This is an optimization exercise on Yosys and OpenROAD, whose aim is small area and a short achievable clock period, not a production implementation. At most, simulation tests tie the RTL to the original design; equivalence was not proved. Only the layout flow was run in run 7; the RTL was not checked for function there. Power and IR drop assume default switching activity.

File: design/flow/design.v
module qe_arb_wait (
    input  wire clk,
    input  wire clr,                 
    output reg  aged
);
    localparam [11:0] SEQ_INV = 12'b1010_1010_1010;
    reg  [11:0] seq_q;
    wire [11:0] s    = seq_q ^ SEQ_INV;
    wire        zero = (s[10:0] == 11'd0);
    wire [11:0] nxt  = {s[10:0], s[11] ^ s[5] ^ s[3] ^ s[0] ^ zero};
    always @(posedge clk) begin
        seq_q <= (clr ? 12'd0 : nxt) ^ SEQ_INV;
        aged  <= !clr && (aged || (s[11] && zero));
    end
endmodule
module qe_arb_order (
    input  wire [23:0] prio,
    input  wire [23:0] last,         
    output reg  [63:0] prec
);
    reg  [7:0] after;                
    reg  [3:0] key [0:7];
    reg  [7:0] gt;
    integer i, l;
    function automatic key_le(input [3:0] a, input [3:0] b);
        reg c;
        integer n;
        begin
            c = !a[0] | b[0];
            for (n = 1; n < 4; n = n + 1)
                c = b[n] ? (!a[n] | c) : (!a[n] & c);
            key_le = c;
        end
    endfunction
    always @(*) begin
        for (i = 0; i < 8; i = i + 1) begin
            for (l = 0; l < 8; l = l + 1)
                gt[l] = (i[2:0] > last[3*l +: 3]);
            after[i] = gt[prio[3*i +: 3]];
            key[i]   = {prio[3*i +: 3], !after[i]};
        end
        for (i = 0; i < 8; i = i + 1)
            prec[8*i + i] = 1'b0;
        for (i = 0; i < 8; i = i + 1)
            for (l = i + 1; l < 8; l = l + 1) begin
                prec[8*l + i] = key_le(key[i], key[l]);
                prec[8*i + l] = !prec[8*l + i];
            end
    end
endmodule
module qe_arb_pick (
    input  wire        decide,
    input  wire [7:0]  req,
    input  wire [7:0]  aged,
    input  wire        deadline,
    input  wire [63:0] prec,
    output reg  [7:0]  gnt
);
    wire       dl   = deadline && req[4];
    wire [7:0] areq = req & aged;
    wire [7:0] cand = ((|areq) ? areq : req) & {8{decide && !dl}};
    integer i;
    always @(*) begin
        for (i = 0; i < 8; i = i + 1)
            gnt[i] = cand[i] && !(|(cand & prec[8*i +: 8]));
        gnt[4] = gnt[4] || (decide && dl);
    end
endmodule
module qe_arb (
    input  wire        clk,
    input  wire        rst,
    input  wire [7:0]  req,          
    input  wire [31:0] req_len,      
    input  wire        deadline,     
    input  wire        prio_we,      
    input  wire [23:0] prio_wdata,
    output wire [23:0] prio,         
    output wire [7:0]  gnt,          
    output wire [7:0]  aged,         
    output wire        beat_valid,   
    output wire [2:0]  beat_id,      
    output wire        beat_first    
);
    localparam [23:0] PRIO_RESET = {3'd6, 3'd3, 3'd4, 3'd2, 3'd2, 3'd1, 3'd1, 3'd1};
    reg [23:0] prio_r;
    reg [23:0] last;                 
    reg [3:0]  bcnt;                 
    reg        bvalid;
    reg        bfirst;
    reg [2:0]  bid;
    assign prio       = prio_r;
    assign beat_valid = bvalid;
    assign beat_first = bfirst;
    assign beat_id    = bid;
    wire decide = !bvalid || (bcnt == 4'd0);
    wire [63:0] prec;
    qe_arb_order u_order (.prio(prio_r), .last(last), .prec(prec));
    qe_arb_pick  u_pick  (.decide(decide), .req(req), .aged(aged), .deadline(deadline),
                          .prec(prec), .gnt(gnt));
    wire grant = decide && (|req);
    genvar g;
    generate
        for (g = 0; g < 8; g = g + 1) begin : g_wait
            qe_arb_wait u_wait (.clk(clk), .clr(rst || !req[g] || gnt[g]), .aged(aged[g]));
        end
    endgenerate
    wire [2:0] winner = {|gnt[7:4], gnt[7] | gnt[6] | gnt[3] | gnt[2],
                         gnt[7] | gnt[5] | gnt[3] | gnt[1]};
    reg  [3:0] win_len;
    reg  [2:0] win_prio;
    integer i;
    always @(*) begin
        win_len  = 4'd0;
        win_prio = 3'd0;
        for (i = 0; i < 8; i = i + 1)
            if (gnt[i]) begin
                win_len  = win_len | req_len[4*i +: 4];
                win_prio = win_prio | prio_r[3*i +: 3];
            end
    end
    always @(posedge clk) begin
        if (rst) begin
            prio_r <= PRIO_RESET;
            last   <= {8{3'd7}};
            bvalid <= 1'b0;
        end else begin
            if (prio_we)
                prio_r <= prio_wdata;
            if (grant) begin
                last[3*win_prio +: 3] <= winner;
                bvalid <= 1'b1;
            end else if (bcnt == 4'd0) begin
                bvalid <= 1'b0;
            end
        end
        if (grant) begin
            bcnt   <= win_len;
            bid    <= winner;
            bfirst <= 1'b1;
        end else begin
            bcnt   <= bcnt - 4'd1;
            bfirst <= 1'b0;
        end
    end
endmodule
File: design/flow/flow/run.sh
#!/bin/bash
# Layout flow: the standard ORFS flow (standard.sh), with three changes:
#  - synthesis maps the logic with an area-oriented ABC script (flow/abc_area.script);
#    flip-flops are mapped before ABC runs, so the registers are the standard synthesis's;
#  - the ports get plain buffers (buf_1) instead of the delay buffers buffer_ports picks;
#  - timing repair aims for a setup slack of SETUP_SLACK_MARGIN below the clock period.
# Each tool's output goes to the ORFS logs under orfs/logs; make's output to orfs_make.log.
set -euo pipefail
here=$(pwd)
rm -rf "$here/orfs_scripts"
cp -r "$FLOW_HOME/scripts" "$here/orfs_scripts"
pre="$here/orfs_scripts/synth_preamble.tcl"
sed -i 's|^if { \$::env(ABC_AREA) } {|if { [info exists ::env(FLOW_ABC_SCRIPT)] } {\n  set abc_script $::env(FLOW_ABC_SCRIPT)\n} elseif { $::env(ABC_AREA) } {|' "$pre"
grep -q FLOW_ABC_SCRIPT "$pre"
export FLOW_ABC_SCRIPT="$here/flow/abc_area.script"
bash standard.sh "SCRIPTS_DIR=$here/orfs_scripts" \
    "BUFFER_PORTS_ARGS=-buffer_cell sky130_fd_sc_hd__buf_1" \
    "SETUP_SLACK_MARGIN=9.6" finish > orfs_make.log 2>&1
File: design/flow/flow/abc_area.script
&get -n
&st
&syn2
&dch
&nf -R 1000 -p
&st
&syn2
&dch
&nf -R 1000 -p
&put
File: design/flow/standard.sh
#!/bin/bash
# synth_recipe.tcl (not shown) runs the flow's synth.tcl, then flattens the netlist and writes it again
# the make line also repeats each setting of config.mk as NAME=value (left out here)
make -C /OpenROAD-flow-scripts/flow DESIGN_CONFIG=/design/flow/config.mk WORK_HOME=/design/flow/orfs CLKGATE_MAP_FILE= SYNTH_SCRIPT=/design/flow/synth_recipe.tcl "${@:-finish}"
File: design/flow/config.mk
export PLATFORM = sky130hd
export DESIGN_NAME = qe_arb
export DESIGN_NICKNAME = qe_arb
export VERILOG_FILES = /design/flow/design.v
export SDC_FILE = /design/flow/constraint.sdc
export NUM_CORES = 4
export LEC_CHECK = 0
export CAP_MARGIN = 20
export CORE_MARGIN = 2
export CORE_UTILIZATION = 50
export CTS_BUF_LIST = sky130_fd_sc_hd__clkbuf_4 sky130_fd_sc_hd__clkbuf_8
export CTS_CLUSTER_SIZE = 30
export SLEW_MARGIN = 20
File: design/flow/constraint.sdc
create_clock -name core_clock -period 20.0 [get_ports {clk}]
set_input_delay 4.0000 -clock core_clock [delete_from_list [all_inputs] [get_ports {clk}]]
set_output_delay 4.0000 -clock core_clock [all_outputs]
set_load 0.01 [all_outputs]
==> impl_metrics.tcl, run 1 <==
set metrics [dict create \
    endpoint_kind "output pin" \
    die_area_mm2 0.01591 \
    min_path_type "flop to flop" \
    min_delay_path_depth 1 \
    cts_buffers 17 \
    gp_congestion 1.012 \
    hold_viol_final 0 \
    status "no timing/DRC/antenna violations" \
    synth_compound_area_frac 0.2716 \
    via_per_inst 6.488 \
    start_kind "primary input" \
    syn_area_mm2 0.007460 \
    fin_cells 1212 \
    clock-root-buffer "clkbuf_8" \
    fp.dieH_um 126.1 \
    synth_cell_types 54 \
    slew_viol_final 0 \
    cts.path.max_buffers 2 \
    avgSynthCellArea_um2 8.506 \
    io_pins 113 \
    synthAdderAreaFrac 0.008051 \
    synth_top_area_share 0.4240 \
    fin_crit_sh 0.5131 \
    synth_top_area_cell "dfxtp_1" \
    ys_seq_elements 161 \
    drc 0 \
    postSynth.asyncResetShare 0 \
    grt_max_degree 66 \
    first_pass_iters 10 \
    synth_area_leaders "dfxtp_1 42%, nor2_1 5.7%, a21oi_1 5.2%" \
    worstPathArrival_ps 6260 \
    grt_pass1_vias 7483 \
    grt_overflow_total 0 \
    place_hpwl_mm 17.79 \
    drive_gt1_frac 0.05350 \
    holdWs_ps 382.2 \
    grt_pass1_wl_mm 39.86 \
    holdBufCountCts 0 \
    cts_max_level 4 \
    io_buffer_count 112 \
    r2r_cells 19 \
    setup_violations 0 \
    num-fill-cells 1343 \
    dp_slack_ps 9577 \
    cts.sinks 161 \
    power.density_mw_per_mm2 93.79 \
    path_max_fanout 13 \
    period_minus_slack_ps 10260 \
    fin_total_pwr_mw 0.8056 \
    routedWlPerCell_um 20.83 \
    postRouteAntennaNets 0 \
    synth_xor_area_frac 0.03992 \
    vias 7864 \
    start_util 0.5133 \
    maxCapViolCount 0 \
    initialDrtViolationCount 1014 \
    placement_rows 44 \
    tritoncts "yes" \
    synthesis.nets 949 \
    required_ps 16000 \
    grt_util_met1 0.4101 \
    yosys-top-cells-count "158 x dfxtp_1, 113 x nor2_1, 83 x nand2_1, 78 x a21oi_1, 52 x o21ai_0" \
    fin_tns_setup_ps 0 \
    max_freq_ghz 0.09744 \
    synth_top_family_by_area "compound AO/OA/AOI/OAI gates" \
    grt_setup_unrepaired "no" \
    wirelength_mm 25.25 \
    dieWidth_um 126.1 \
    clock_skew_ps 11.58 \
    core_area_mm2 0.01453 \
    maxSlewHeadroom 0.2501 \
    synth_warnings 5 \
    synth_mux_area_frac 0.02147 \
    synth-edff-count 3 \
    synthToLayoutAreaGrowth_pct 15.15 \
    clk_pin_slew_ps 100 \
    final_net_count 1087 \
    synth_cells 877 \
    p_leak_nw 2.991 \
    clk_latency_ps 470 \
    synth.most_common_cell "dfxtp_1" \
    track_usage 0.3140 \
    antennaDiodeCount 0 \
    finalWorstSetupSlack_ps 9737 \
    synthSimpleGateAreaFrac 0.1927 \
    tightest_slew_ps 1121 \
    peakVddDrop_v 0.00008351 \
    crit_type "primary input to output pin" \
    use_met3 0.08369 \
    synth_ff_type "dfxtp_1" \
    yosysSeqAreaShare 0.4361 \
    dp.cells 1176 \
    top_usage_layer "met2" \
    antenna_found_initial 0 \
    grt_use_met2 0.5047 \
]
[cell type report]
| cell class | instances | area, um2 | area share |
|---|---|---|---|
| multi-input cells | 664 | 4001 | 0.4658 |
| flip-flops and latches | 161 | 3253 | 0.3787 |
| repair buffers | 127 | 535.5 | 0.06235 |
| clock buffers | 18 | 241.5 | 0.02811 |
| well taps | 184 | 230.2 | 0.02680 |
| inverters | 44 | 165.2 | 0.01923 |
| clock inverters | 14 | 162.7 | 0.01894 |
[metal layers]
| layer | routed length (um) | vias to the layer above | part of all wire |
|---|---|---|---|
| met5 | 0 | - | 0 |
| met4 | 771 | 0 | 0.031 |
| met3 | 2595 | 88 | 0.10 |
| met2 | 11470 | 473 | 0.45 |
| met1 | 10410 | 3678 | 0.41 |
| li1 | - | 3625 | - |
[cell families (layout without fill, tap and decap cells)]
| kind of cell | after synthesis | in the layout |
|---|---|---|
| buffers and inverters | 52 | 203 |
| and+or+nand+nor | 304 | 304 |
| muxes | 16 | 16 |
| xor gates and xnor gates | 34 | 34 |
| adders and majority gates | 5 | 5 |
| AOI/OAI and AO/OA | 305 | 305 |
| DFF | 161 | 161 |
[stage by stage]
step | area (um2) | util
after floorplan | 7460 | -
after global placement | 8142 | 0.5602
after detailed placement | 8142 | 0.5602
after CTS | 8547 | 0.5881
after global routing | 8589 | 0.5910
final | 8589 | 0.5910
[state kept, by name, summed over array words and instances, names as in the netlist]
name	flops
last	24
bfirst	1
prio_r	24
bcnt	4
g_wait.u_wait.seq_q	96
bvalid	1
bid	3
g_wait.u_wait.aged	8
[placed cells by master, fill, tap and decap left out, types with 4 or more instances in the layout]
master	count
o311ai_0	6
nor2_1	111
ha_1	4
nand3_1	15
buf_4	15
xnor2_1	25
buf_1	110
xor2_1	9
o211ai_1	13
a21oi_1	78
o31ai_1	7
o21ai_0	51
a222oi_1	17
and2_0	4
clkbuf_8	17
and3_1	6
a22oi_1	12
o22ai_1	41
nor4_1	12
o221ai_1	12
a211oi_1	11
nor3b_1	8
mux2i_1	16
nor3_1	13
inv_8	5
a221oi_1	19
clkinv_8	4
clkinv_1	44
a211o_1	5
a31oi_1	11
or3b_1	8
dfxtp_1	158
nand4_1	11
nor2b_1	4
nand2_1	83
nand2b_1	8
or4_1	4
[power breakdown]
part / internal, mW / switching (mW)
sequential: 0.342 / 0.0353
clock: 0.0957 / 0.138
combinational: 0.0738 / 0.121
total: 0.511 / 0.294
[critical path, cell delays in order]
cell      delay [ps]
buf_1            290
a222oi_1         120
and3_4           230
o21ai_0          430
nor2_2           130
a221oi_1         460
nand2_1           90
a21oi_1          130
buf_4            210
buf_1            170
[final timing paths]
check | start | endpoint | slack [ps]
max | req[6] | gnt[7] | 9740
min | g_wait[6].u_wait.seq_q[10] | g_wait[6].u_wait.seq_q[11] | 380
max reg2reg | prio_r[4] | last[6] | 13200
min reg2reg | g_wait[6].u_wait.seq_q[10] | g_wait[6].u_wait.seq_q[11] | 380
[repair_timing]
action | in CTS | in global routing
pin swaps | 0 | 1
gates resized for setup | 1 | 6
buffers inserted | 0 | 4
setup endpoints to repair | 1 | 7
==> run 2, diff against run 1 <==
==> design/flow/flow/abc_area.script (replaced) <==
&get -n
&st
&dc2
&syn2
&dch -f
&nf -R 1000 -p
&put
==> impl_metrics.tcl, run 2 <==
set metrics [dict create \
    fin_tns_setup_ps 0 \
    core_area_mm2 0.01453 \
    vias 7652 \
    drc 0 \
    cts.sinks 161 \
    antennaDiodeCount 0 \
    grt_pass1_vias 7107 \
    fin_crit_sh 0.5140 \
    wirelength_mm 23.79 \
    setup_violations 0 \
    synth_top_area_share 0.4264 \
    dp.cells 1152 \
    routed.top_layer "met4" \
    slew_viol_final 0 \
    yosys-top-cells-count "158 x dfxtp_1, 102 x nor2_1, 94 x nand2_1, 49 x a21oi_1, 49 x o21ai_0" \
    num-fill-cells 1351 \
    antenna_found_initial 0 \
    layout_common_cells "158 x dfxtp_1, 110 x buf_1, 101 x nor2_1" \
    fp.dieH_um 125.8 \
    synth.most_common_cell "dfxtp_1" \
    placement_rows 44 \
    grt_overflow_total 0 \
    cpLargestDelayFamily "compound AO/OA/AOI/OAI gates" \
    initialDrtViolationCount 980 \
    routedWlPerCell_um 20.05 \
    synth_ff_type "dfxtp_1" \
    grt_max_degree 52 \
    min_path_type "flop to flop" \
    cts.path.max_buffers 2 \
    synth-edff-count 3 \
    peakVddDrop_v 0.00007540 \
    synth_area_leaders "dfxtp_1 43%, nor2_1 5.2%, nand2_1 4.8%" \
    start_util 0.5104 \
    slowest_stage "a222oi_1" \
    hold_viol_final 0 \
    postSynth.asyncResetShare 0 \
    clock_skew_ps 25.44 \
    largest_register "g_wait.u_wait.seq_q" \
    wl_met2_mm 10.94 \
    io_buffer_count 112 \
    clk_latency_ps 460 \
    syn_area_mm2 0.007418 \
    drive_gt1_frac 0.05888 \
    cp_common_cell "buf_1" \
    track_usage 0.2939 \
    postRouteAntennaNets 0 \
    avgSynthCellArea_um2 8.697 \
    max_freq_ghz 0.09729 \
    path_buf_inv 3 \
    clock-root-buffer "clkbuf_8" \
    final_net_count 1062 \
    tritoncts "yes" \
    dieWidth_um 125.8 \
    maxSlewHeadroom 0.3210 \
    power.density_mw_per_mm2 92.45 \
    p_leak_nw 3.009 \
    max_stage_delay_ps 320 \
    wl_met3_mm 2.034 \
    fin_cells 1186 \
    worstPathArrival_ps 6280 \
    via_per_inst 6.452 \
    cts_max_level 4 \
    synth_cells 853 \
    start_kind "primary input" \
    yosysSeqAreaShare 0.4385 \
    final_common_cell "dfxtp_1" \
    crit_chain "buf_1, a222oi_1, and3_2, o21ai_0, nand2b_1, a211oi_2, a21o_1, nand4b_1, nor4_2, buf_4, buf_1" \
    period_minus_slack_ps 10280 \
    first_pass_iters 7 \
    wl_met1_mm 9.983 \
    crit_type "primary input to output pin" \
    tightest_slew_ps 1010 \
    die_area_mm2 0.01583 \
    synthesis.nets 925 \
    place_hpwl_mm 16.83 \
    endpoint_kind "output pin" \
    largest_reg_flops 96 \
    maxCapViolCount 0 \
    status "no timing/DRC/antenna violations" \
    synthToLayoutAreaGrowth_pct 14.89 \
    io_pins 113 \
    top_regs "g_wait.u_wait.seq_q (96), last (24), prio_r (24)" \
    clk_pin_slew_ps 90 \
    synth_cell_types 52 \
    synth_warnings 5 \
    gp_congestion 0.9413 \
    synth_top_area_cell "dfxtp_1" \
    path_max_fanout 10 \
    cts_buffers 17 \
    required_ps 16000 \
    ys_seq_elements 161 \
    fin_total_pwr_mw 0.7879 \
    grt_setup_unrepaired "yes" \
    grt_pass1_wl_mm 37.54 \
]
## run 2: layout make-up
type	count	area, um2	share of cell area
multi-input combinational	642	3988	0.4679
timing repair buffer	126	528.0	0.06195
inverter	42	157.7	0.01850
tap	184	230.2	0.02701
sequential	161	3253	0.3817
clock inverter	13	118.9	0.01395
clock buffer	18	247.7	0.02907
## run 2: metrics by stage
stage / hold WS (ps) / util / worst slack [ps] / area (um2)
final: 381.4 / 0.5864 / 9721 / 8523
after floorplan: 352.4 / - / 9759 / 7418
after global routing: 395.3 / 0.5864 / 9592 / 8523
after global placement: 360.9 / 0.5585 / 9553 / 8118
after detailed placement: 366.2 / 0.5585 / 9498 / 8118
after CTS: 381.8 / 0.5842 / 9670 / 8491
## run 2: what timing repair did
action,CTS,global route
hold endpoints to repair,0,0
resized for setup,2,4
setup endpoints to repair,2,6
pin swaps,0,2
setup buffers,0,3
hold buffers,0,0
## run 2: cells by family (layout without fill, tap and decap cells)
family,Yosys count,in the layout,share of synthesized area
AND/OR/NAND/NOR,314,314,0.2012
adder cells (fa/ha/maj),5,5,0.008096
XOR/XNOR,32,32,0.03778
buffers and inverters,50,199,0.02935
flip-flops,161,161,0.4385
multiplexers,23,23,0.03609
AO/OA/AOI/OAI,268,268,0.2489
## run 2: path summary, 6_finish.rpt
path | from | to | slack, ps | cells after the start
worst min-delay path | g_wait[5].u_wait.seq_q[2] | g_wait[5].u_wait.seq_q[3] | 380 | 1
worst max register to register | prio_r[9] | last[6] | 13770 | 20
worst max-delay path | req[2] | gnt[0] | 9720 | 11
worst min register to register | g_wait[5].u_wait.seq_q[2] | g_wait[5].u_wait.seq_q[3] | 380 | 1
## run 2: per-layer routing
metal,up-vias,global-route usage
met3,87,0.07009
li1,3527,-
met2,447,0.4773
met1,3591,0.3801
met5,-,0
met4,0,0.1164
## run 2: power by group
part	total (mW)	internal [mW]	switching (mW)
Combinational	0.187	0.0741	0.113
Clock	0.226	0.0930	0.133
Sequential	0.375	0.341	0.0338
==> run 3, diff against run 2 <==
--- a/design/flow/flow/run.sh
+++ b/design/flow/flow/run.sh
@@ -15,4 +15,4 @@
 export FLOW_ABC_SCRIPT="$here/flow/abc_area.script"
 bash standard.sh "SCRIPTS_DIR=$here/orfs_scripts" \
     "BUFFER_PORTS_ARGS=-buffer_cell sky130_fd_sc_hd__buf_1" \
-    "SETUP_SLACK_MARGIN=9.6" finish > orfs_make.log 2>&1
+    "SETUP_SLACK_MARGIN=10.2" finish > orfs_make.log 2>&1
==> impl_metrics.tcl, run 3 <==
set metrics [dict create \
    synthAdderAreaFrac 0.008096 \
    synth_top_area_share 0.4264 \
    track_usage 0.3052 \
    hold_viol_final 0 \
    r2r_cells 21 \
    cts.path.max_buffers 2 \
    synth_ff_type "dfxtp_1" \
    crit_chain "buf_8, a222oi_1, and3_4, o211ai_1, nand2b_1, o21ai_1, o21ai_1, a221oi_1, and3_4, buf_6" \
    synth_cells 853 \
    path_max_fanout 8 \
    required_ps 16000 \
    first_pass_iters 11 \
    synth_mux_area_frac 0.03609 \
    cts_buffers 17 \
    clk_pin_slew_ps 100 \
    synth.most_common_cell "dfxtp_1" \
    synth_xor_area_frac 0.03778 \
    synth_compound_area_frac 0.2489 \
    maxSlewHeadroom 0.3212 \
    yosys-top-cells-count "158 x dfxtp_1, 102 x nor2_1, 94 x nand2_1, 49 x a21oi_1, 49 x o21ai_0" \
    vias 7703 \
    synthSimpleGateAreaFrac 0.2012 \
    gp_congestion 0.9513 \
    holdWs_ps 380.4 \
    die_area_mm2 0.01583 \
    grt_setup_unrepaired "yes" \
    synth_top_area_cell "dfxtp_1" \
    top_regs "g_wait.u_wait.seq_q (96), last (24), prio_r (24)" \
    grt_pass1_wl_mm 38.81 \
    synth_cell_types 52 \
    grt_max_degree 52 \
    cts_max_level 4 \
    synth_warnings 5 \
    io_buffer_count 112 \
    worst-path-stages 10 \
    drc 0 \
    max_freq_ghz 0.1013 \
    largest_register "g_wait.u_wait.seq_q" \
    synth-edff-count 3 \
    r2r_end "last[6]" \
    io_pins 113 \
    cts.sinks 161 \
    path_buf_inv 2 \
    dp.cells 1149 \
    fin_area_mm2 0.008895 \
    setup_violations 0 \
    synth_top_family_by_area "compound AO/OA/AOI/OAI gates" \
    dieWidth_um 125.8 \
    synth_area_leaders "dfxtp_1 43%, nor2_1 5.2%, nand2_1 4.8%" \
    grt_overflow_total 0 \
    fin_util 0.6120 \
    status "no timing/DRC/antenna violations" \
    avgSynthCellArea_um2 8.697 \
    tritoncts "yes" \
    worstPathArrival_ps 5870 \
    start_util 0.5104 \
    yosysSeqAreaShare 0.4385 \
    final_common_cell "dfxtp_1" \
    clock-root-buffer "clkbuf_8" \
    tightest_slew_ps 1010 \
    r2r_slack_ps 13730 \
    crit_start "req[2]" \
    drive_gt1_frac 0.1085 \
    max_stage_delay_ps 350 \
    dpl_cell_area_mm2 0.008115 \
    synthesis.nets 925 \
    fin_tns_setup_ps 0 \
    clk_latency_ps 470 \
    place_hpwl_mm 17.17 \
    largest_reg_flops 96 \
    slew_viol_final 0 \
    antennaDiodeCount 0 \
    wirelength_mm 24.58 \
    core_area_mm2 0.01453 \
    layout_common_cells "158 x dfxtp_1, 98 x buf_1, 96 x nor2_1" \
    rr_startpoint "prio_r[9]" \
    endpoint_kind "output pin" \
    p_leak_nw 3.215 \
    grt_pass1_vias 7299 \
    synthToLayoutAreaGrowth_pct 19.90 \
    clock_skew_ps 21.66 \
    peakVddDrop_v 0.00006814 \
    fin_cells 1207 \
    postSynth.asyncResetShare 0 \
    initialDrtViolationCount 1009 \
    start_kind "primary input" \
    cpLargestDelayFamily "compound AO/OA/AOI/OAI gates" \
    slowest_stage "a222oi_1" \
    maxCapViolCount 0 \
    placement_rows 44 \
    power.density_mw_per_mm2 91.81 \
    postRouteAntennaNets 0 \
    dp_slack_ps 9320 \
    ys_seq_elements 161 \
    fin_crit_sh 0.4934 \
    via_per_inst 6.382 \
    fp.dieH_um 125.8 \
    min_path_type "flop to flop" \
    fin_total_pwr_mw 0.8166 \
    period_minus_slack_ps 9868 \
    final_net_count 1083 \
    antenna_found_initial 0 \
    finalWorstSetupSlack_ps 10130 \
    crit_end "gnt[7]" \
    crit_type "primary input to output pin" \
    syn_area_mm2 0.007418 \
    routedWlPerCell_um 20.36 \
]
run 3: logic make-up after synthesis:
| kind of cell | count (synthesis) |
|---|---|
| simple gates | 314 |
| compound gates | 268 |
| flops | 161 |
| buf+inv | 50 |
| xor+xnor | 32 |
| mux | 23 |
| fa+ha+maj | 5 |
run 3: cell type report:
cell class / instances / area [um2]
clock buffers: 17 / 234.0
clock inverters: 14 / 162.7
fillers: 1305 / 5639
inverters: 42 / 158.9
multi-input cells: 642 / 4123
flip-flops and latches: 161 / 3253
well taps: 184 / 230.2
repair buffers: 147 / 733.2
run 3: metal layers:
| metal | up-vias | routed length [um] | GRT usage |
|---|---|---|---|
| met5 | - | 0 | 0 |
| met4 | 0 | 721 | 0.1073 |
| met3 | 83 | 2167 | 0.07222 |
| met2 | 416 | 11800 | 0.5164 |
| met1 | 3625 | 9895 | 0.3830 |
| li1 | 3579 | - | - |
run 3: worst reg2reg max path, delay by kind of cell (launching register included):
family	cells	cell delay (ps)
fa+ha+maj	1	240
buf+inv	4	1110
simple gates	6	1000
xor+xnor	1	550
compound gates	9	2570
flops	1	690
run 3: power by group:
part | total [mW] | internal (mW) | switching, mW | leakage (nW)
combinational | 0.203 | 0.0824 | 0.121 | 1.70
sequential | 0.375 | 0.342 | 0.0336 | 1.32
clock | 0.238 | 0.0941 | 0.144 | 0.200
run 3: worst min-delay path by stage:
stage                               start                    endpoint  slack, ps  depth (start not counted)
2_1_floorplan  g_wait[3].u_wait.seq_q[10]  g_wait[3].u_wait.seq_q[11]        350                          1
3_3_place_gp    g_wait[2].u_wait.seq_q[4]   g_wait[2].u_wait.seq_q[5]        360                          1
3_5_place_dp    g_wait[2].u_wait.seq_q[8]   g_wait[2].u_wait.seq_q[9]        360                          1
4_1_cts        g_wait[5].u_wait.seq_q[10]  g_wait[5].u_wait.seq_q[11]        380                          1
5_1_grt        g_wait[5].u_wait.seq_q[10]  g_wait[5].u_wait.seq_q[11]        390                          1
6_report       g_wait[5].u_wait.seq_q[10]  g_wait[5].u_wait.seq_q[11]        380                          1
run 3: repair_timing:
action,4_1_cts,5_1_grt
buffers inserted,18,9
gates cloned,0,0
setup endpoints to repair,8,8
hold buffers,0,0
pin swaps,19,14
resized for setup,39,25
==> run 4, diff against run 3 <==
--- a/design/flow/flow/run.sh
+++ b/design/flow/flow/run.sh
@@ -15,4 +15,4 @@
 export FLOW_ABC_SCRIPT="$here/flow/abc_area.script"
 bash standard.sh "SCRIPTS_DIR=$here/orfs_scripts" \
     "BUFFER_PORTS_ARGS=-buffer_cell sky130_fd_sc_hd__buf_1" \
-    "SETUP_SLACK_MARGIN=10.2" finish > orfs_make.log 2>&1
+    "SETUP_SLACK_MARGIN=9.6" finish > orfs_make.log 2>&1
--- a/design/flow/config.mk
+++ b/design/flow/config.mk
@@ -8,6 +8,7 @@
 export CAP_MARGIN = 20
 export CORE_MARGIN = 2
 export CORE_UTILIZATION = 50
-export CTS_BUF_LIST = sky130_fd_sc_hd__clkbuf_4 sky130_fd_sc_hd__clkbuf_8
-export CTS_CLUSTER_SIZE = 30
+export CTS_BUF_LIST = sky130_fd_sc_hd__clkbuf_8 sky130_fd_sc_hd__clkbuf_16
+export CTS_CLUSTER_DIAMETER = 150
+export CTS_CLUSTER_SIZE = 40
 export SLEW_MARGIN = 20
==> impl_metrics.tcl, run 4 <==
set metrics [dict create \
    slowest_stage "a222oi_1" \
    dp_slack_ps 9498 \
    final_net_count 1062 \
    wirelength_mm 23.86 \
    final_common_cell "dfxtp_1" \
    crit_type "primary input to output pin" \
    synthToLayoutAreaGrowth_pct 17.47 \
    min_path_type "flop to flop" \
    grt_pass1_vias 7093 \
    grt_pass1_wl_mm 37.65 \
    start_util 0.5104 \
    cts.path.max_buffers 2 \
    finalWorstSetupSlack_ps 9729 \
    slew_viol_final 0 \
    max_stage_delay_ps 330 \
    path_buf_inv 3 \
    top_regs "g_wait.u_wait.seq_q (96), last (24), prio_r (24)" \
    tritoncts "yes" \
    routed.top_layer "met4" \
    status "no timing/DRC/antenna violations" \
    synthAdderAreaFrac 0.008096 \
    synth_top_family_by_area "compound AO/OA/AOI/OAI gates" \
    maxSlewHeadroom 0.3016 \
    endpoint_kind "output pin" \
    synth_warnings 5 \
    grt_overflow_total 0 \
    holdBufCountCts 0 \
    synth-edff-count 3 \
    grt_max_degree 52 \
    grt_setup_unrepaired "yes" \
    clk_latency_ps 430 \
    fin_cells 1186 \
    synth_mux_area_frac 0.03609 \
    cpLargestDelayFamily "compound AO/OA/AOI/OAI gates" \
    wl_met3_mm 2.173 \
    gp_congestion 0.9413 \
    holdWs_ps 378.6 \
    synth_cells 853 \
    max_freq_ghz 0.09736 \
    drc 0 \
    antennaDiodeCount 0 \
    synth_top_area_share 0.4264 \
    cts_max_level 4 \
    die_area_mm2 0.01583 \
    synth.most_common_cell "dfxtp_1" \
    start_kind "primary input" \
    io_pins 113 \
    synth_cell_types 52 \
    wl_met2_mm 11.08 \
    avgSynthCellArea_um2 8.697 \
    cts_buffers 17 \
    drive_gt1_frac 0.05888 \
    synth_compound_area_frac 0.2489 \
    synthSimpleGateAreaFrac 0.2012 \
    yosysSeqAreaShare 0.4385 \
    postRouteAntennaNets 0 \
    maxCapViolCount 0 \
    initialDrtViolationCount 1049 \
    cp_common_cell "buf_1" \
    wl_met1_mm 9.771 \
    dpl_cell_area_mm2 0.008118 \
    largest_reg_flops 96 \
    fin_area_mm2 0.008715 \
    yosys-top-cells-count "158 x dfxtp_1, 102 x nor2_1, 94 x nand2_1, 49 x a21oi_1, 49 x o21ai_0" \
    hold_viol_final 0 \
    fin_tns_setup_ps 0 \
    peakVddDrop_v 0.00008350 \
    fin_crit_sh 0.5136 \
    syn_area_mm2 0.007418 \
    power.density_mw_per_mm2 100.1 \
    fp.dieH_um 125.8 \
    synth_ff_type "dfxtp_1" \
    postSynth.asyncResetShare 0 \
    ys_seq_elements 161 \
    cts.sinks 161 \
    crit_chain "buf_1, a222oi_1, and3_2, o21ai_0, nand2b_1, a211oi_2, a21o_1, nand4b_1, nor4_2, buf_4, buf_1" \
    routedWlPerCell_um 20.12 \
    vias 7701 \
    worstPathArrival_ps 6270 \
    period_minus_slack_ps 10270 \
    p_leak_nw 3.096 \
    synth_top_area_cell "dfxtp_1" \
    first_pass_iters 8 \
    path_max_fanout 10 \
    setup_violations 0 \
    core_area_mm2 0.01453 \
    clock-root-buffer "clkbuf_16" \
    synth_area_leaders "dfxtp_1 43%, nor2_1 5.2%, nand2_1 4.8%" \
    dp.cells 1152 \
    tightest_slew_ps 1039 \
    required_ps 16000 \
    antenna_found_initial 0 \
    io_buffer_count 112 \
    track_usage 0.2957 \
    place_hpwl_mm 16.83 \
    placement_rows 44 \
    synthesis.nets 925 \
    synth_xor_area_frac 0.03778 \
    largest_register "g_wait.u_wait.seq_q" \
    dieWidth_um 125.8 \
    via_per_inst 6.493 \
    clk_pin_slew_ps 70 \
    clock_skew_ps 14.47 \
    layout_common_cells "158 x dfxtp_1, 110 x buf_1, 101 x nor2_1" \
]
==> run 4: layer usage <==
layer	vias up	global-route usage
met3	86	0.07094
met5	-	0
met2	445	0.4789
met1	3637	0.3817
li1	3533	-
met4	0	0.1202
==> run 4: area by class of cell <==
cell class / instances / area, um2
fill: 1322 / 5819
tap: 184 / 230.2
clock inverter: 13 / 118.9
sequential: 161 / 3253
timing repair buffer: 126 / 528.0
multi-input combinational: 642 / 3988
inverter: 42 / 157.7
clock buffer: 18 / 439.2
==> run 4: kinds of logic (layout without fill, tap and decap cells) <==
family / count (synthesis) / count (layout)
AO/OA/AOI/OAI: 268 / 268
XOR/XNOR: 32 / 32
adder cells (fa/ha/maj): 5 / 5
buffers and inverters: 50 / 199
flip-flops: 161 / 161
multiplexers: 23 / 23
AND/OR/NAND/NOR: 314 / 314
==> run 4: final timing paths <==
kind / startpoint / to / slack (ps) / cells after the start
max: req[2] / gnt[0] / 9730 / 11
min: g_wait[5].u_wait.seq_q[2] / g_wait[5].u_wait.seq_q[3] / 380 / 1
max reg2reg: prio_r[9] / last[6] / 13730 / 20
min reg2reg: g_wait[5].u_wait.seq_q[2] / g_wait[5].u_wait.seq_q[3] / 380 / 1
==> run 4: what timing repair did <==
| item | CTS | global route |
|---|---|---|
| endpoints found under the setup margin | 2 | 6 |
| cloned | 0 | 0 |
| resized for setup | 2 | 4 |
| setup buffers | 0 | 3 |
| pin swaps | 0 | 2 |
==> run 4: stage by stage <==
step	utilization	power [mW]
detailed placement	0.5585	0.5624
floorplan	-	0.4957
global route	0.5996	0.9107
global placement	0.5585	0.5593
finish	0.5996	0.8722
CTS	0.5974	0.8708
==> run 4: where the power goes <==
group,switching (mW),internal (mW),total [mW]
logic,0.113,0.0741,0.187
clock network,0.143,0.166,0.309
registers,0.0339,0.342,0.376
==> run 5, diff against run 4 <==
==> design/flow/config.mk (replaced) <==
export PLATFORM = sky130hd
export DESIGN_NAME = qe_arb
export DESIGN_NICKNAME = qe_arb
export VERILOG_FILES = /design/flow/design.v
export SDC_FILE = /design/flow/constraint.sdc
export NUM_CORES = 4
export LEC_CHECK = 0
export CAP_MARGIN = 0
export CORE_MARGIN = 2
export CORE_UTILIZATION = 50
export CTS_BUF_LIST = sky130_fd_sc_hd__clkbuf_4 sky130_fd_sc_hd__clkbuf_8
export CTS_CLUSTER_SIZE = 30
export SLEW_MARGIN = 0
==> impl_metrics.tcl, run 5 <==
set metrics [dict create \
    setup_violations 0 \
    required_ps 16000 \
    fin_util 0.5864 \
    wirelength_mm 23.79 \
    grt_overflow_total 0 \
    io_pins 113 \
    path_max_fanout 10 \
    power.density_mw_per_mm2 92.45 \
    hold_viol_final 0 \
    fin_tns_setup_ps 0 \
    synth_top_area_cell "dfxtp_1" \
    die_area_mm2 0.01583 \
    gp_congestion 0.9413 \
    syn_area_mm2 0.007418 \
    final_common_cell "dfxtp_1" \
    endpoint_kind "output pin" \
    max_freq_ghz 0.09729 \
    grt_pass1_wl_mm 37.54 \
    r2r_slack_ps 13770 \
    maxCapViolCount 0 \
    cts_buffers 17 \
    status "no timing/DRC/antenna violations" \
    crit_type "primary input to output pin" \
    clk_latency_ps 460 \
    grt_max_degree 52 \
    hp-start "g_wait[5].u_wait.seq_q[2]" \
    fin_crit_sh 0.5140 \
    largest_register "g_wait.u_wait.seq_q" \
    antenna_found_initial 0 \
    tritoncts "yes" \
    synth-edff-count 3 \
    first_pass_iters 7 \
    grt_pass1_vias 7107 \
    peakVddDrop_v 0.00007540 \
    yosys-top-cells-count "158 x dfxtp_1, 102 x nor2_1, 94 x nand2_1, 49 x a21oi_1, 49 x o21ai_0" \
    clock-root-buffer "clkbuf_8" \
    synth_warnings 5 \
    drive_gt1_frac 0.05888 \
    dieWidth_um 125.8 \
    initialDrtViolationCount 980 \
    worstPathArrival_ps 6280 \
    synth_area_leaders "dfxtp_1 43%, nor2_1 5.2%, nand2_1 4.8%" \
    r2r_cells 20 \
    synth_top_area_share 0.4264 \
    avgSynthCellArea_um2 8.697 \
    min_delay_path_depth 1 \
    yosysSeqAreaShare 0.4385 \
    clock_skew_ps 25.44 \
    layout_common_cells "158 x dfxtp_1, 110 x buf_1, 101 x nor2_1" \
    cts_max_level 4 \
    core_area_mm2 0.01453 \
    vias 7652 \
    io_buffer_count 112 \
    top_regs "g_wait.u_wait.seq_q (96), last (24), prio_r (24)" \
    num-fill-cells 1351 \
    fp.dieH_um 125.8 \
    synthToLayoutAreaGrowth_pct 14.89 \
    final_net_count 1062 \
    synth_ff_type "dfxtp_1" \
    cts.sinks 161 \
    start_kind "primary input" \
    fin_area_mm2 0.008523 \
    cts.path.max_buffers 2 \
    track_usage 0.2939 \
    postRouteAntennaNets 0 \
    min_to "g_wait[5].u_wait.seq_q[3]" \
    synthesis.nets 925 \
    synth.most_common_cell "dfxtp_1" \
    drc 0 \
    synth_cells 853 \
    antennaDiodeCount 0 \
    fin_total_pwr_mw 0.7879 \
    dpl_cell_area_mm2 0.008118 \
    min_path_type "flop to flop" \
    place_hpwl_mm 16.83 \
    largest_reg_flops 96 \
    r2r_end "last[6]" \
    ys_seq_elements 161 \
    clk_pin_slew_ps 90 \
    grt_setup_unrepaired "yes" \
    p_leak_nw 3.009 \
    start_util 0.5104 \
    holdWs_ps 381.4 \
    period_minus_slack_ps 10280 \
    tightest_slew_ps 1010 \
    placement_rows 44 \
    maxSlewHeadroom 0.3210 \
    via_per_inst 6.452 \
    rr_startpoint "prio_r[9]" \
    postSynth.asyncResetShare 0 \
    routedWlPerCell_um 20.05 \
    synth_cell_types 52 \
    slew_viol_final 0 \
]
run 5: cell counts after synthesis:
Identical to the previous run, type by type.
run 5: worst max path at each step:
| stage | startpoint | endpoint | slack [ps] |
|---|---|---|---|
| CTS | req[2] | gnt[7] | 9670 |
| floorplan | req[0] | gnt[0] | 9760 |
| global route | req[2] | gnt[5] | 9590 |
| finish | req[2] | gnt[0] | 9720 |
| global placement | req[2] | gnt[7] | 9550 |
| detailed placement | req[2] | gnt[7] | 9500 |
run 5: layout make-up:
cell class / instances / area, um2 / area share
Sequential cell: 161 / 3253 / 0.3817
Clock buffer: 18 / 247.7 / 0.02907
Tap cell: 184 / 230.2 / 0.02701
Clock inverter: 13 / 118.9 / 0.01395
Multi-Input combinational cell: 642 / 3988 / 0.4679
Inverter: 42 / 157.7 / 0.01850
Timing Repair Buffer: 126 / 528.0 / 0.06195
run 5: kinds of logic after synthesis:
family	count (synthesis)	synth area share
simple gates	314	0.2012
compound gates	268	0.2489
flops	161	0.4385
buf+inv	50	0.02935
xor+xnor	32	0.03778
mux	23	0.03609
fa+ha+maj	5	0.008096
run 5: timing repair:
action                     CTS  global route
setup endpoints to repair    2             6
resized for setup            2             4
hold buffers                 0             0
pin swaps                    0             2
buffers inserted             0             3
run 5: where the power goes:
part / leakage, nW / switching [mW] / total [mW] / internal, mW
clock network: 0.180 / 0.133 / 0.226 / 0.0930
logic: 1.51 / 0.113 / 0.187 / 0.0741
registers: 1.32 / 0.0338 / 0.375 / 0.341
total: 3.01 / 0.279 / 0.788 / 0.509
run 5: critical path, stage by stage:
cell,delay (ps)
buf_1,140
a222oi_1,320
and3_2,300
o21ai_0,120
nand2b_1,270
a211oi_2,320
a21o_1,130
nand4b_1,120
nor4_2,150
buf_4,240
buf_1,170
run 5: metrics by stage:
step / cells / setup slack [ps]
after global placement: 1152 / 9553
after CTS: 1183 / 9670
after floorplan: 853 / 9759
after global routing: 1186 / 9592
final: 1186 / 9721
after detailed placement: 1152 / 9498
run 5: layer usage:
layer  vias up  GRT usage  wire [um]  part of all wire
met5         -          0          0                 0
met4         0     0.1164        827             0.035
met3        87    0.07009       2034             0.086
met2       447     0.4773      10940              0.46
met1      3591     0.3801       9983              0.42
li1       3527          -          -                 -
==> run 6, diff against run 5 <==
--- a/design/flow/flow/run.sh
+++ b/design/flow/flow/run.sh
@@ -3,7 +3,8 @@
 #  - synthesis maps the logic with an area-oriented ABC script (flow/abc_area.script);
 #    flip-flops are mapped before ABC runs, so the registers are the standard synthesis's;
 #  - the ports get plain buffers (buf_1) instead of the delay buffers buffer_ports picks;
-#  - timing repair aims for a setup slack of SETUP_SLACK_MARGIN below the clock period.
+#  - timing repair aims for a setup slack of SETUP_SLACK_MARGIN below the clock period,
+#    by resizing and pin swapping only.
 # Each tool's output goes to the ORFS logs under orfs/logs; make's output to orfs_make.log.
 set -euo pipefail
 here=$(pwd)
@@ -15,4 +16,4 @@
 export FLOW_ABC_SCRIPT="$here/flow/abc_area.script"
 bash standard.sh "SCRIPTS_DIR=$here/orfs_scripts" \
     "BUFFER_PORTS_ARGS=-buffer_cell sky130_fd_sc_hd__buf_1" \
-    "SETUP_SLACK_MARGIN=9.6" finish > orfs_make.log 2>&1
+    "SETUP_SLACK_MARGIN=10.5" "SETUP_MOVE_SEQUENCE=unbuffer,sizeup,swap" finish > orfs_make.log 2>&1
--- a/design/flow/config.mk
+++ b/design/flow/config.mk
@@ -5,9 +5,9 @@
 export SDC_FILE = /design/flow/constraint.sdc
 export NUM_CORES = 4
 export LEC_CHECK = 0
-export CAP_MARGIN = 0
+export CAP_MARGIN = 20
 export CORE_MARGIN = 2
 export CORE_UTILIZATION = 50
 export CTS_BUF_LIST = sky130_fd_sc_hd__clkbuf_4 sky130_fd_sc_hd__clkbuf_8
 export CTS_CLUSTER_SIZE = 30
-export SLEW_MARGIN = 0
+export SLEW_MARGIN = 20
==> impl_metrics.tcl, run 6 <==
set metrics [dict create \
    max_stage_delay_ps 410 \
    grt_util_met1 0.3968 \
    maxSlewHeadroom 0.3183 \
    vias 7766 \
    dp.cells 1146 \
    synth_cells 853 \
    min_path_type "flop to flop" \
    top_regs "g_wait.u_wait.seq_q (96), last (24), prio_r (24)" \
    avgSynthCellArea_um2 8.697 \
    setup_violations 0 \
    grt_setup_unrepaired "yes" \
    synth_area_leaders "dfxtp_1 43%, nor2_1 5.2%, nand2_1 4.8%" \
    worstPathArrival_ps 6270 \
    final_net_count 1053 \
    core_area_mm2 0.01453 \
    synth_cell_types 52 \
    postSynth.asyncResetShare 0 \
    grt_max_degree 52 \
    cts_buffers 17 \
    clock-root-buffer "clkbuf_8" \
    use_met3 0.08709 \
    placement_rows 44 \
    tritoncts "yes" \
    synthesis.nets 925 \
    place_hpwl_mm 17.77 \
    maxCapViolCount 0 \
    die_area_mm2 0.01583 \
    power.density_mw_per_mm2 93.02 \
    largest_register "g_wait.u_wait.seq_q" \
    slowest_stage "a21oi_4" \
    fp.dieH_um 125.8 \
    holdBufCountCts 0 \
    crit_chain "buf_8, a222oi_1, and3_4, o211ai_1, a21oi_1, o21ai_1, nand2_1, o2111ai_2, a21oi_4, buf_2" \
    crit_type "primary input to output pin" \
    grt_use_met2 0.5148 \
    fin_crit_sh 0.5137 \
    ys_seq_elements 161 \
    dieWidth_um 125.8 \
    grt_pass1_vias 7369 \
    clock_skew_ps 15.12 \
    hold_viol_final 0 \
    cts.path.max_buffers 2 \
    p_leak_nw 3.081 \
    synth_top_area_share 0.4264 \
    wirelength_mm 25.11 \
    io_buffer_count 112 \
    clk_pin_slew_ps 100 \
    via_per_inst 6.598 \
    synth-edff-count 3 \
    cts_max_level 4 \
    start_kind "primary input" \
    antenna_found_initial 0 \
    grt_overflow_total 0 \
    synthToLayoutAreaGrowth_pct 17.19 \
    fin_tns_setup_ps 0 \
    fin_cells 1177 \
    max_freq_ghz 0.09732 \
    post_cts_buffers 0 \
    routedWlPerCell_um 21.34 \
    first_pass_iters 9 \
    clk_latency_ps 490 \
    top_usage_layer "met2" \
    largest_reg_flops 96 \
    tightest_slew_ps 1014 \
    drc 0 \
    cts.sinks 161 \
    io_pins 113 \
    initialDrtViolationCount 1160 \
    yosysSeqAreaShare 0.4385 \
    drive_gt1_frac 0.07754 \
    status "no timing/DRC/antenna violations" \
    start_util 0.5104 \
    synth_warnings 5 \
    path_max_fanout 11 \
    layout_common_cells "158 x dfxtp_1, 99 x nor2_1, 96 x buf_1" \
    postRouteAntennaNets 0 \
    gp_congestion 0.9833 \
    synth.most_common_cell "dfxtp_1" \
    r2r_slack_ps 13660 \
    yosys-top-cells-count "158 x dfxtp_1, 102 x nor2_1, 94 x nand2_1, 49 x a21oi_1, 49 x o21ai_0" \
    required_ps 16000 \
    peakVddDrop_v 0.00005591 \
    period_minus_slack_ps 10270 \
    synth_ff_type "dfxtp_1" \
    antennaDiodeCount 0 \
    track_usage 0.3182 \
    endpoint_kind "output pin" \
    syn_area_mm2 0.007418 \
    grt_pass1_wl_mm 39.85 \
    final_common_cell "dfxtp_1" \
    synth_top_area_cell "dfxtp_1" \
    slew_viol_final 0 \
]
[run 6: repair_timing]
item                                    CTS  global route
gates cloned                              0             0
pin swaps                                15             7
hold endpoints to repair                  0             0
endpoints found under the setup margin    8             8
gates resized for setup                  40             9
[run 6: final cells by class]
type | instances | area (um2)
inverter | 42 | 158.9
multi-input combinational | 642 | 4126
clock inverter | 14 | 162.7
sequential | 161 | 3253
timing repair buffer | 117 | 528.0
clock buffer | 17 | 234.0
tap | 184 | 230.2
fill | 1322 | 5841
[run 6: worst max-delay path, delay by kind of cell]
kind | cells | cell delay [ps]
buf+inv | 2 | 330
simple gates | 2 | 410
compound gates | 6 | 1530
[run 6: logic make-up after synthesis]
logic type,synth area share
AOI/OAI and AO/OA,0.2489
adders and majority gates,0.008096
xor gates and xnor gates,0.03778
DFF,0.4385
and+or+nand+nor,0.2012
muxes,0.03609
buffers and inverters,0.02935
[run 6: report_power, final]
| group | leakage, nW | switching (mW) | internal, mW |
|---|---|---|---|
| registers | 1.32 | 0.0341 | 0.342 |
| clock network | 0.200 | 0.144 | 0.0939 |
| logic | 1.56 | 0.120 | 0.0759 |
[run 6: path summary, 6_finish.rpt]
path / depth (start not counted) / to / startpoint
worst max-delay path: 10 / gnt[2] / req[0]
worst min-delay path: 1 / g_wait[1].u_wait.seq_q[7] / g_wait[1].u_wait.seq_q[6]
worst max register to register: 19 / last[6] / prio_r[9]
worst min register to register: 1 / g_wait[1].u_wait.seq_q[7] / g_wait[1].u_wait.seq_q[6]
[run 6: metal layers]
metal,routed length (um),share of wire,vias up
met5,0,0,-
met4,1015,0.040,0
met3,2473,0.098,109
met2,11700,0.47,503
met1,9923,0.40,3634
li1,-,-,3520
[run 6: metrics by stage]
step	hold slack [ps]	setup WS (ps)	total power, mW	utilization	instance area, um2
CTS	381.2	9738	0.8072	0.5962	8666
detailed placement	358.9	9590	0.5673	0.5616	8163
global route	396.8	9619	0.8481	0.5981	8693
global placement	358.3	9629	0.5640	0.5616	8163
finish	378.3	9725	0.8086	0.5981	8693
floorplan	352.4	10330	0.5006	-	7532
==> run 7, diff against run 6 <==
--- a/design/flow/design.v
+++ b/design/flow/design.v
@@ -106,18 +106,8 @@
     endgenerate
     wire [2:0] winner = {|gnt[7:4], gnt[7] | gnt[6] | gnt[3] | gnt[2],
                          gnt[7] | gnt[5] | gnt[3] | gnt[1]};
-    reg  [3:0] win_len;
-    reg  [2:0] win_prio;
-    integer i;
-    always @(*) begin
-        win_len  = 4'd0;
-        win_prio = 3'd0;
-        for (i = 0; i < 8; i = i + 1)
-            if (gnt[i]) begin
-                win_len  = win_len | req_len[4*i +: 4];
-                win_prio = win_prio | prio_r[3*i +: 3];
-            end
-    end
+    wire [3:0] win_len  = req_len[4*winner +: 4];
+    wire [2:0] win_prio = prio_r[3*winner +: 3];
     always @(posedge clk) begin
         if (rst) begin
             prio_r <= PRIO_RESET;
--- a/design/flow/flow/run.sh
+++ b/design/flow/flow/run.sh
@@ -3,8 +3,7 @@
 #  - synthesis maps the logic with an area-oriented ABC script (flow/abc_area.script);
 #    flip-flops are mapped before ABC runs, so the registers are the standard synthesis's;
 #  - the ports get plain buffers (buf_1) instead of the delay buffers buffer_ports picks;
-#  - timing repair aims for a setup slack of SETUP_SLACK_MARGIN below the clock period,
-#    by resizing and pin swapping only.
+#  - timing repair aims for a setup slack of SETUP_SLACK_MARGIN below the clock period.
 # Each tool's output goes to the ORFS logs under orfs/logs; make's output to orfs_make.log.
 set -euo pipefail
 here=$(pwd)
@@ -16,4 +15,4 @@
 export FLOW_ABC_SCRIPT="$here/flow/abc_area.script"
 bash standard.sh "SCRIPTS_DIR=$here/orfs_scripts" \
     "BUFFER_PORTS_ARGS=-buffer_cell sky130_fd_sc_hd__buf_1" \
-    "SETUP_SLACK_MARGIN=10.5" "SETUP_MOVE_SEQUENCE=unbuffer,sizeup,swap" finish > orfs_make.log 2>&1
+    "SETUP_SLACK_MARGIN=9.6" finish > orfs_make.log 2>&1
==> impl_metrics.tcl, run 7 <==
set metrics [dict create \
    status "no timing/DRC/antenna violations" \
    postRouteAntennaNets 0 \
    fp.dieH_um 127.8 \
    r2r_cells 23 \
    crit_type "primary input to output pin" \
    drc 0 \
    synth_top_area_share 0.4125 \
    drive_gt1_frac 0.05248 \
    worstPathArrival_ps 6210 \
    peakVddDrop_v 0.00006647 \
    start_util 0.5081 \
    dp.cells 1199 \
    wirelength_mm 23.52 \
    slew_viol_final 0 \
    tritoncts "yes" \
    maxSlewHeadroom 0.4222 \
    cts.path.max_buffers 2 \
    syn_area_mm2 0.007667 \
    min_to "g_wait[6].u_wait.seq_q[3]" \
    r2r_end "last[10]" \
    postSynth.asyncResetShare 0 \
    holdWs_ps 369.5 \
    max_freq_ghz 0.09798 \
    synth_top_area_cell "dfxtp_1" \
    placement_rows 45 \
    core_area_mm2 0.01509 \
    largest_register "g_wait.u_wait.seq_q" \
    setup_violations 0 \
    fin_crit_sh 0.5103 \
    antennaDiodeCount 0 \
    cp_common_cell "buf_1" \
    synth_area_leaders "dfxtp_1 41%, nor2_1 5.6%, a21oi_1 5.6%" \
    grt_pass1_wl_mm 37.09 \
    max_stage_delay_ps 390 \
    clock-root-buffer "clkbuf_8" \
    hp-start "g_wait[6].u_wait.seq_q[2]" \
    fin_cells 1236 \
    grt_overflow_total 0 \
    final_common_cell "dfxtp_1" \
    via_per_inst 6.214 \
    path_max_fanout 11 \
    routedWlPerCell_um 19.03 \
    synth.most_common_cell "dfxtp_1" \
    r2r_slack_ps 12830 \
    synth-edff-count 3 \
    place_hpwl_mm 16.60 \
    top_regs "g_wait.u_wait.seq_q (96), last (24), prio_r (24)" \
    clock_skew_ps 19.34 \
    synth_ff_type "dfxtp_1" \
    largest_reg_flops 96 \
    grt_setup_unrepaired "no" \
    dp_slack_ps 9231 \
    final_net_count 1107 \
    fin_tns_setup_ps 0 \
    fin_util 0.5818 \
    start_kind "primary input" \
    die_area_mm2 0.01634 \
    synth_cells 901 \
    initialDrtViolationCount 620 \
    cts.sinks 161 \
    synth_cell_types 58 \
    required_ps 16000 \
    tightest_slew_ps 866.8 \
    min_path_type "flop to flop" \
    io_buffer_count 112 \
    io_pins 113 \
    maxCapViolCount 0 \
    first_pass_iters 6 \
    grt_max_degree 48 \
    track_usage 0.2874 \
    dieWidth_um 127.8 \
    ys_seq_elements 161 \
    synth_warnings 5 \
    yosysSeqAreaShare 0.4243 \
    synthToLayoutAreaGrowth_pct 14.49 \
    rr_startpoint "prio_r[3]" \
    hold_viol_final 0 \
    grt_pass1_vias 7066 \
    finalWorstSetupSlack_ps 9794 \
    endpoint_kind "output pin" \
    yosys-top-cells-count "158 x dfxtp_1, 115 x nor2_1, 101 x nand2_1, 86 x a21oi_1, 56 x o21ai_0" \
    p_leak_nw 3.135 \
    slowest_stage "nor4_2" \
    layout_common_cells "158 x dfxtp_1, 115 x nor2_1, 110 x buf_1" \
    vias 7681 \
    synthesis.nets 973 \
    min_delay_path_depth 1 \
    avgSynthCellArea_um2 8.510 \
    antenna_found_initial 0 \
    gp_congestion 0.9072 \
    cts_max_level 4 \
    period_minus_slack_ps 10210 \
    power.density_mw_per_mm2 102.3 \
    holdBufCountCts 0 \
    cts_buffers 17 \
    crit_chain "buf_1, a222oi_1, and3_4, o211a_1, o21ai_0, a221o_1, nor4_2, buf_4, buf_1" \
    clk_pin_slew_ps 100 \
    clk_latency_ps 460 \
]
run 7: cell types whose count changed in the layout (fill, tap and decap cells not counted), sizes merged, moves of 9 or more:
| cell | previous run | this run |
|---|---|---|
| a21oi | 49 | 86 |
| nor2 | 102 | 115 |
| nand3 | 17 | 6 |
| a221oi | 22 | 12 |
| a222oi | 15 | 6 |
| mux2i | 20 | 29 |
| nand3b | 9 | 0 |
run 7: where the power goes:
| group | switching, mW | total (mW) | internal, mW | leakage, nW |
|---|---|---|---|---|
| Sequential | 0.0452 | 0.394 | 0.349 | 1.32 |
| Combinational | 0.166 | 0.267 | 0.102 | 1.62 |
| Clock | 0.142 | 0.237 | 0.0943 | 0.195 |
| Total | 0.353 | 0.898 | 0.545 | 3.14 |
run 7: logic make-up after synthesis:
family | Yosys count | synth area share
simple gates | 309 | 0.1844
compound gates | 305 | 0.2637
flops | 161 | 0.4243
buf+inv | 52 | 0.02937
mux | 36 | 0.05254
xor+xnor | 32 | 0.03655
fa+ha+maj | 6 | 0.009139
run 7: final cells by class:
type | count | area [um2]
Fill cell | 1409 | 6311
Clock buffer | 17 | 234.0
Sequential cell | 161 | 3253
Clock inverter | 15 | 163.9
Inverter | 44 | 165.2
Timing Repair Buffer | 123 | 505.5
Tap cell | 188 | 235.2
Multi-Input combinational cell | 688 | 4222
run 7: per-stage QoR:
step           area [um2]  total power [mW]
2_1_floorplan        7667            0.5738
3_3_place_gp         8323            0.6606
6_report             8778            0.8978
3_5_place_dp         8323            0.6591
5_1_grt              8778            0.9488
4_1_cts              8736            0.8950
run 7: layer usage:
metal | GRT usage | vias up | share of wire
met2 | 0.4410 | 354 | 0.45
met5 | 0 | - | 0
met1 | 0.3926 | 3575 | 0.44
li1 | - | 3675 | -
met3 | 0.05467 | 77 | 0.072
met4 | 0.1325 | 0 | 0.036
run 7: worst max path at each step:
stage	start	to	slack, ps
after global routing	req[4]	gnt[5]	9620
final	req[4]	gnt[2]	9790
after floorplan	req[3]	gnt[2]	10260
after global placement	req[2]	gnt[2]	9310
after CTS	req[2]	gnt[6]	9630
after detailed placement	req[2]	gnt[2]	9230
run 7: what timing repair did:
action,CTS,global route
gates cloned,0,0
setup buffers,1,4
resized for setup,2,4
pin swaps,1,1
setup endpoints to repair,3,5
run 7: critical path: cells and delay by family:
family / cells / cell delay [ps]
compound gates: 4 / 960
buf+inv: 3 / 530
simple gates: 2 / 710
==> run 8, diff against run 7 <==
--- a/design/flow/design.v
+++ b/design/flow/design.v
@@ -106,23 +106,33 @@
     endgenerate
     wire [2:0] winner = {|gnt[7:4], gnt[7] | gnt[6] | gnt[3] | gnt[2],
                          gnt[7] | gnt[5] | gnt[3] | gnt[1]};
-    wire [3:0] win_len  = req_len[4*winner +: 4];
-    wire [2:0] win_prio = prio_r[3*winner +: 3];
+    reg  [3:0] win_len;
+    reg  [2:0] win_prio;
+    integer i;
+    always @(*) begin
+        win_len  = 4'd0;
+        win_prio = 3'd0;
+        for (i = 0; i < 8; i = i + 1)
+            if (gnt[i]) begin
+                win_len  = win_len | req_len[4*i +: 4];
+                win_prio = win_prio | prio_r[3*i +: 3];
+            end
+    end
     always @(posedge clk) begin
         if (rst) begin
             prio_r <= PRIO_RESET;
-            last   <= {8{3'd7}};
             bvalid <= 1'b0;
         end else begin
             if (prio_we)
                 prio_r <= prio_wdata;
-            if (grant) begin
-                last[3*win_prio +: 3] <= winner;
+            if (grant)
                 bvalid <= 1'b1;
-            end else if (bcnt == 4'd0) begin
+            else if (bcnt == 4'd0)
                 bvalid <= 1'b0;
-            end
         end
+        for (i = 0; i < 8; i = i + 1)
+            if (rst || (grant && win_prio == i))
+                last[3*i +: 3] <= rst ? 3'd7 : winner;
         if (grant) begin
             bcnt   <= win_len;
             bid    <= winner;
--- a/design/flow/config.mk
+++ b/design/flow/config.mk
@@ -10,4 +10,5 @@
 export CORE_UTILIZATION = 50
 export CTS_BUF_LIST = sky130_fd_sc_hd__clkbuf_4 sky130_fd_sc_hd__clkbuf_8
 export CTS_CLUSTER_SIZE = 30
+export PLACE_DENSITY = 0.75
 export SLEW_MARGIN = 20
==> impl_metrics.tcl, run 8 <==
set metrics [dict create \
    worstPathArrival_ps 6260 \
    max_stage_delay_ps 400 \
    maxSlewHeadroom 0.1980 \
    slowest_stage "a2111oi_1" \
    postRouteAntennaNets 0 \
    fin_util 0.5874 \
    grt_overflow_total 0 \
    crit_chain "buf_1, a22o_1, a221oi_2, and3_4, o211ai_1, inv_2, and2_0, a21oi_1, a2111oi_1, and3_4, buf_1" \
    grt_pass1_vias 6546 \
    grt_setup_unrepaired "no" \
    yosysSeqAreaShare 0.4744 \
    start_util 0.5086 \
    cts_max_level 4 \
    p_leak_nw 3.048 \
    tritoncts "yes" \
    cts.path.max_buffers 2 \
    hold_viol_final 0 \
    io_pins 113 \
    first_pass_iters 8 \
    min_delay_path_depth 1 \
    track_usage 0.2794 \
    maxCapViolCount 0 \
    synth-edff-count 27 \
    endpoint_kind "output pin" \
    clk_latency_ps 470 \
    cts_buffers 17 \
    drc 0 \
    clock_skew_ps 10.83 \
    r2r_cells 21 \
    fin_tns_setup_ps 0 \
    status "no timing/DRC/antenna violations" \
    dieWidth_um 125.4 \
    dp_slack_ps 9384 \
    setup_violations 0 \
    fp.dieH_um 125.4 \
    synth_cell_types 53 \
    synth_xor_area_frac 0.03449 \
    die_area_mm2 0.01571 \
    grt_pass1_wl_mm 35.13 \
    fin_cells 1155 \
    synthesis.nets 886 \
    largest_reg_flops 96 \
    synthSimpleGateAreaFrac 0.1895 \
    r2r_end "last[4]" \
    gp_congestion 1.013 \
    required_ps 16000 \
    antennaDiodeCount 0 \
    synth_top_family_by_area "compound AO/OA/AOI/OAI gates" \
    wirelength_mm 22.24 \
    drive_gt1_frac 0.06694 \
    synthToLayoutAreaGrowth_pct 15.50 \
    initialDrtViolationCount 1221 \
    placement_rows 44 \
    postSynth.asyncResetShare 0 \
    layout_common_cells "134 x dfxtp_1, 110 x buf_1, 100 x nor2_1" \
    vias 7362 \
    slew_viol_final 0 \
    power.density_mw_per_mm2 92.69 \
    fin_area_mm2 0.008504 \
    synth_warnings 5 \
    start_kind "primary input" \
    ys_seq_elements 161 \
    finalWorstSetupSlack_ps 9741 \
    fin_crit_sh 0.5130 \
    hp-start "g_wait[4].u_wait.seq_q[2]" \
    synth_compound_area_frac 0.2374 \
    core_area_mm2 0.01448 \
    holdBufCountCts 0 \
    antenna_found_initial 0 \
    synthAdderAreaFrac 0.005777 \
    path_max_fanout 6 \
    clock-root-buffer "clkbuf_8" \
    peakVddDrop_v 0.00005093 \
    crit_type "primary input to output pin" \
    cts.sinks 161 \
    grt_max_degree 53 \
    rr_startpoint "prio_r[3]" \
    yosys-top-cells-count "134 x dfxtp_1, 101 x nor2_1, 89 x nand2_1, 66 x a21oi_1, 52 x o21ai_0" \
    place_hpwl_mm 15.75 \
    synth_top_area_cell "dfxtp_1" \
    r2r_slack_ps 13610 \
    clk_pin_slew_ps 80 \
    final_net_count 1027 \
    synth_area_leaders "dfxtp_1 36%, edfxtp_1 11%, nor2_1 5.1%" \
    top_regs "g_wait.u_wait.seq_q (96), last (24), prio_r (24)" \
    tightest_slew_ps 1199 \
    final_common_cell "dfxtp_1" \
    synth_mux_area_frac 0.03398 \
    syn_area_mm2 0.007363 \
    min_path_type "flop to flop" \
    largest_register "g_wait.u_wait.seq_q" \
    synth_top_area_share 0.3643 \
    io_buffer_count 112 \
    min_to "g_wait[4].u_wait.seq_q[3]" \
    max_freq_ghz 0.09747 \
    num-fill-cells 1284 \
    via_per_inst 6.374 \
    period_minus_slack_ps 10260 \
    dp.cells 1111 \
    avgSynthCellArea_um2 9.013 \
    synth_ff_type "dfxtp_1" \
    routedWlPerCell_um 19.26 \
    dpl_cell_area_mm2 0.008008 \
    synth_cells 817 \
    synth.most_common_cell "dfxtp_1" \
]
## run 8: cell types whose count changed after synthesis, sizes merged, moves of 7 or more
cell,previous run,this run
nand2,101,89
and3,9,2
nor2,115,101
a21oi,86,66
nand4b,9,1
a221o,14,0
a222oi,6,13
edfxtp,3,27
clkinv,44,32
a221oi,12,21
o211ai,17,10
mux2i,29,16
dfxtp,158,134
nand3,6,17
## run 8: cell families (layout without fill, tap and decap cells)
logic type,count (synthesis),count (layout)
simple gates,297,298
compound gates,266,266
flops,161,161
buf+inv,40,193
xor+xnor,29,29
mux,20,20
fa+ha+maj,4,4
## run 8: worst max-delay path: cells and delay by family
family | cells | cell delay [ps]
compound gates | 5 | 1090
simple gates | 3 | 710
buf+inv | 3 | 440
## run 8: how the worst max path moves through the flow
| stage | startpoint | to | slack [ps] | cells after the start |
|---|---|---|---|---|
| floorplan | req[1] | gnt[6] | 9890 | 8 |
| global placement | req[1] | gnt[5] | 9460 | 11 |
| detailed placement | req[1] | gnt[5] | 9380 | 11 |
| CTS | req[4] | gnt[5] | 9600 | 9 |
| global route | req[1] | gnt[7] | 9570 | 11 |
| finish | req[1] | gnt[5] | 9740 | 11 |
## run 8: report_power, final
group | internal (mW) | switching, mW | leakage (nW) | total [mW]
sequential | 0.355 | 0.0322 | 1.34 | 0.387
combinational | 0.0677 | 0.105 | 1.51 | 0.173
clock | 0.104 | 0.125 | 0.195 | 0.229
## run 8: metal layers
metal,wire (um),track usage,part of all wire
met5,0,0,0
met4,644,0.1046,0.029
met3,2459,0.06504,0.11
met2,9710,0.4169,0.44
met1,9429,0.3966,0.42
## run 8: through the flow
step,total power [mW],hold slack (ps)
floorplan,0.4940,352.4
global placement,0.5540,361.2
detailed placement,0.5548,364.3
CTS,0.7809,379.7
global route,0.8237,395.0
finish,0.7883,381.8
## run 8: final cells by class
type                       count  area [um2]  share of cell area
multi-input combinational    617        3734              0.4390
sequential                   161        3493              0.4108
timing repair buffer         129       550.5             0.06473
clock buffer                  19       249.0             0.02928
tap                          184       230.2             0.02707
clock inverter                13       127.6             0.01501
inverter                      32       120.1             0.01412
## run 8: repair_timing
action | CTS | global route
pin swaps | 0 | 8
resized for setup | 4 | 8
cloned | 0 | 1
setup endpoints to repair | 3 | 7
buffers inserted | 0 | 11

==> static timing again, ports no longer ideal <==
How much do the figures lean on ideal ports? The routed layouts below were timed once more, with nothing changed but the port constraints. Step 1: set_driving_cell puts a clkbuf_16 on clk and a buf_2 on each other input, an assumption about the parent block. Step 2 moves the port delays by t, midway between the first and last clock arrival at a register: inputs arrive t later, outputs are due t later. That takes back most of the time a late clock gives input paths. Slacks: no drivers / after step 1 / after step 2; pairs: no drivers / after step 1.
| run | shift t [ns] | slack for setup (ns) | clock arrival spread, ns | slew at the worst register clock pin (ns) |
|---|---|---|---|---|
| run 1 | 0.508 | 9.737 / 9.714 / 9.714 | 0.011 / 0.011 | 0.10 / 0.10 |
| run 2 | 0.487 | 9.721 / 9.693 / 9.693 | 0.025 / 0.025 | 0.11 / 0.11 |
| run 3 | 0.498 | 10.132 / 10.089 / 10.089 | 0.022 / 0.021 | 0.11 / 0.11 |
| run 4 | 0.465 | 9.729 / 9.701 / 9.701 | 0.014 / 0.014 | 0.07 / 0.07 |
| run 5 | 0.487 | 9.721 / 9.693 / 9.693 | 0.025 / 0.025 | 0.11 / 0.11 |
| run 6 | 0.516 | 9.725 / 9.684 / 9.684 | 0.016 / 0.016 | 0.11 / 0.11 |
| run 7 | 0.494 | 9.794 / 9.768 / 9.768 | 0.020 / 0.020 | 0.10 / 0.10 |
| run 8 | 0.504 | 9.741 / 9.713 / 9.713 | 0.011 / 0.011 | 0.09 / 0.09 |
After both steps setup and hold are still met in every run listed. For run 3, which loses most, drivers alone change the setup slack by -0.043 ns; drivers and shift together by -0.043 ns.
